This is an optimization exercise on Yosys and OpenROAD, whose aim is small area, a short achievable clock period and few clock cycles per item, not a production implementation. The RTL was checked by simulation tests, not by an equivalence proof against the original design. Power and IR drop assume default switching activity.

==> v17 <==
Design shake_chain, start of the top module:
module shake_chain (
    input  wire         clk,
    input  wire         rst,
    input  wire         in_valid,
    output wire         in_ready,
    input  wire [63:0]  in_data,
    input  wire [3:0]   in_nbytes,   
    input  wire         in_last,
    input  wire         in_org,      
    output wire         out_valid,
    input  wire         out_ready,
    output wire [255:0] out_hash,
    output wire [31:0]  out_n
);
==> flow/config.mk <==
export PLATFORM = sky130hd
export DESIGN_NAME = shake_chain
export DESIGN_NICKNAME = shake_chain
export VERILOG_FILES = /design/flow/design.v
export SDC_FILE = /design/flow/constraint.sdc
export NUM_CORES = 4
export LEC_CHECK = 0
export CAP_MARGIN = 40
export CORE_MARGIN = 2
export CORE_UTILIZATION = 25
export PLACE_DENSITY = 0.35
export SETUP_SLACK_MARGIN = 2.5
export SLEW_MARGIN = 40
export SYNTH_HIERARCHICAL = 1
==> flow/constraint.sdc <==
create_clock -name core_clock -period 6.0 [get_ports {clk}]
set_input_delay 1.2000 -clock core_clock [delete_from_list [all_inputs] [get_ports {clk}]]
set_output_delay 1.2000 -clock core_clock [all_outputs]
set_load 0.01 [all_outputs]
standard.sh (not shown) runs the stock make flow with config.mk's settings and CLKGATE_MAP_FILE= SYNTH_SCRIPT=/design/flow/synth_recipe.tcl, a recipe that flattens the netlist after the stock synthesis.
==> flow/flow/run.sh <==
#!/bin/bash
# The standard layout (standard.sh: the standard flow's synthesis and ORFS flow), with
# two changes to how it sizes cells:
#  - the ports are buffered with plain buffers (buf_2) instead of the
#    delay-type buffer buffer_ports picks by default;
#  - timing repair may swap a cell for one of another footprint.
set -euo pipefail
export BUFFER_PORTS_ARGS="-buffer_cell sky130_fd_sc_hd__buf_2"
bash standard.sh MATCH_CELL_FOOTPRINT=0 finish > standard_flow.log 2>&1
==> v3 (differences from v17) <==
==> flow/run.sh (new file) <==
#!/bin/bash
# synth_recipe.tcl (not shown) runs the flow's synth.tcl, then flattens the netlist and writes it again
# the make line also repeats each setting of config.mk as NAME=value (left out here)
make -C /OpenROAD-flow-scripts/flow DESIGN_CONFIG=/design/flow/config.mk WORK_HOME=/design/flow/orfs CLKGATE_MAP_FILE= SYNTH_SCRIPT=/design/flow/synth_recipe.tcl finish
PLACE_DENSITY = 0.55   (was 0.35)
SETUP_SLACK_MARGIN = 2.6   (was 2.5)
removed: flow/flow/run.sh
removed: flow/standard.sh
==> v22 (differences from v17) <==
PLACE_DENSITY = 0.55   (was 0.35)
==> v31 (differences from v17) <==
==> flow/run.sh (new file) <==
#!/bin/bash
# synth_recipe.tcl (not shown) runs the flow's synth.tcl, then flattens the netlist and writes it again
# the make line also repeats each setting of config.mk as NAME=value (left out here)
make -C /OpenROAD-flow-scripts/flow DESIGN_CONFIG=/design/flow/config.mk WORK_HOME=/design/flow/orfs CLKGATE_MAP_FILE= SYNTH_SCRIPT=/design/flow/synth_recipe.tcl finish
SETUP_SLACK_MARGIN = 2.6   (was 2.5)
removed: flow/flow/run.sh
removed: flow/standard.sh
==> impl_results.md <==
- Critical Path RT: 6740 ps
- Clock network fraction of total power: 16.7%
- Inserted Clock Buffers: 337
- Multi-input combinational area share: 46.1%
- Beginning of the critical path: st[61]
- Worst-Skew Late Latency: 1070 ps
- Crit path to: st[1317]
- Run status: complete, no violations
- Post-CTS setup buffers: 24
- Avg WL per Cell: 43.1 um
- Total internal power: 52400 uW
- Placed wire-length estimate: 870000 um
- Met2 routed WL: 436000 um
- Final Skew: 115 ps
the above is filed under v22

==> impl_results.md <==
- Met2 routed WL: 491000 um
- Leading power group: combinational logic
- Beginning of the critical path: st[319]
- Period Utilization, post-route: 61.4%
- Post-CTS setup buffers: 36
- Critical Path RT: 6830 ps
- Final Skew: 85.8 ps
- Placed wire-length estimate: 936000 um
- Clock network fraction of total power: 17.0%
- Avg WL per Cell: 46.1 um
- Multi-input combinational area share: 45.7%
- Run status: complete, no violations
- Total internal power: 55500 uW
- Inserted Clock Buffers: 368
- Worst-Skew Late Latency: 1080 ps
the above is filed under v17

==> impl_results.md <==
- Worst-Skew Late Latency: 1090 ps
- Placed wire-length estimate: 936000 um
- Beginning of the critical path: st[15]
- Final Skew: 84.9 ps
- Clock network fraction of total power: 16.7%
- Run status: complete, no violations
- Post-CTS setup buffers: 296
- Met2 routed WL: 490000 um
- Crit path to: st[1489]
the above is filed under v31

==> impl_results.md <==
- Worst-Skew Late Latency: 1090 ps
- Avg WL per Cell: 42.8 um
- Run status: complete, no violations
- Clock network fraction of total power: 16.4%
- Total internal power: 53700 uW
- Crit path to: st[1085]
- Inserted Clock Buffers: 343
- Final Skew: 139 ps
- Met2 routed WL: 433000 um
- Critical Path RT: 6770 ps
- Post-CTS setup buffers: 347
- Multi-input combinational area share: 45.5%
- Placed wire-length estimate: 880000 um
the above is filed under v3

Testbench counts of v17, summed over its fixed seeds: cycles 14,856, bytes 74,081.
Testbench counts of v3, summed over its fixed seeds: cycles 14,856, bytes 74,081.
Testbench counts of v22, summed over its fixed seeds: cycles 14,856, bytes 74,081.
Testbench counts of v31, summed over its fixed seeds: cycles 14,856, bytes 74,081.

[separate check: timing with driven ports]
No port has a modelled driver above. Below, the same layouts with a new extraction and two added sets of constraints.
Step 1 assumes that a clkbuf_16 drives the clock port and a buf_2 every other input.
Step 2 also shifts input and output timing later by t, the mid clock arrival at the registers, as if the neighbouring blocks saw the same clock.
Three values: no drivers, after step 1, after step 2; two values: the first two.
run	shift t [ns]	slack for setup (ns)	hold WS [ns]
v17	1.173	2.313 / 2.313 / 1.635	0.460 / 0.369 / 0.460
v3	1.160	2.442 / 2.442 / 1.498	0.462 / 0.462 / 0.462
v22	1.151	2.334 / 2.334 / 1.346	0.468 / 0.432 / 0.468
v31	1.192	2.461 / 2.461 / 1.488	0.459 / 0.459 / 0.459
After both steps setup and hold are still met in every run listed. The setup slack of v22, which loses most, moves by 0.000 ns with the drivers and by -0.988 ns with both steps.
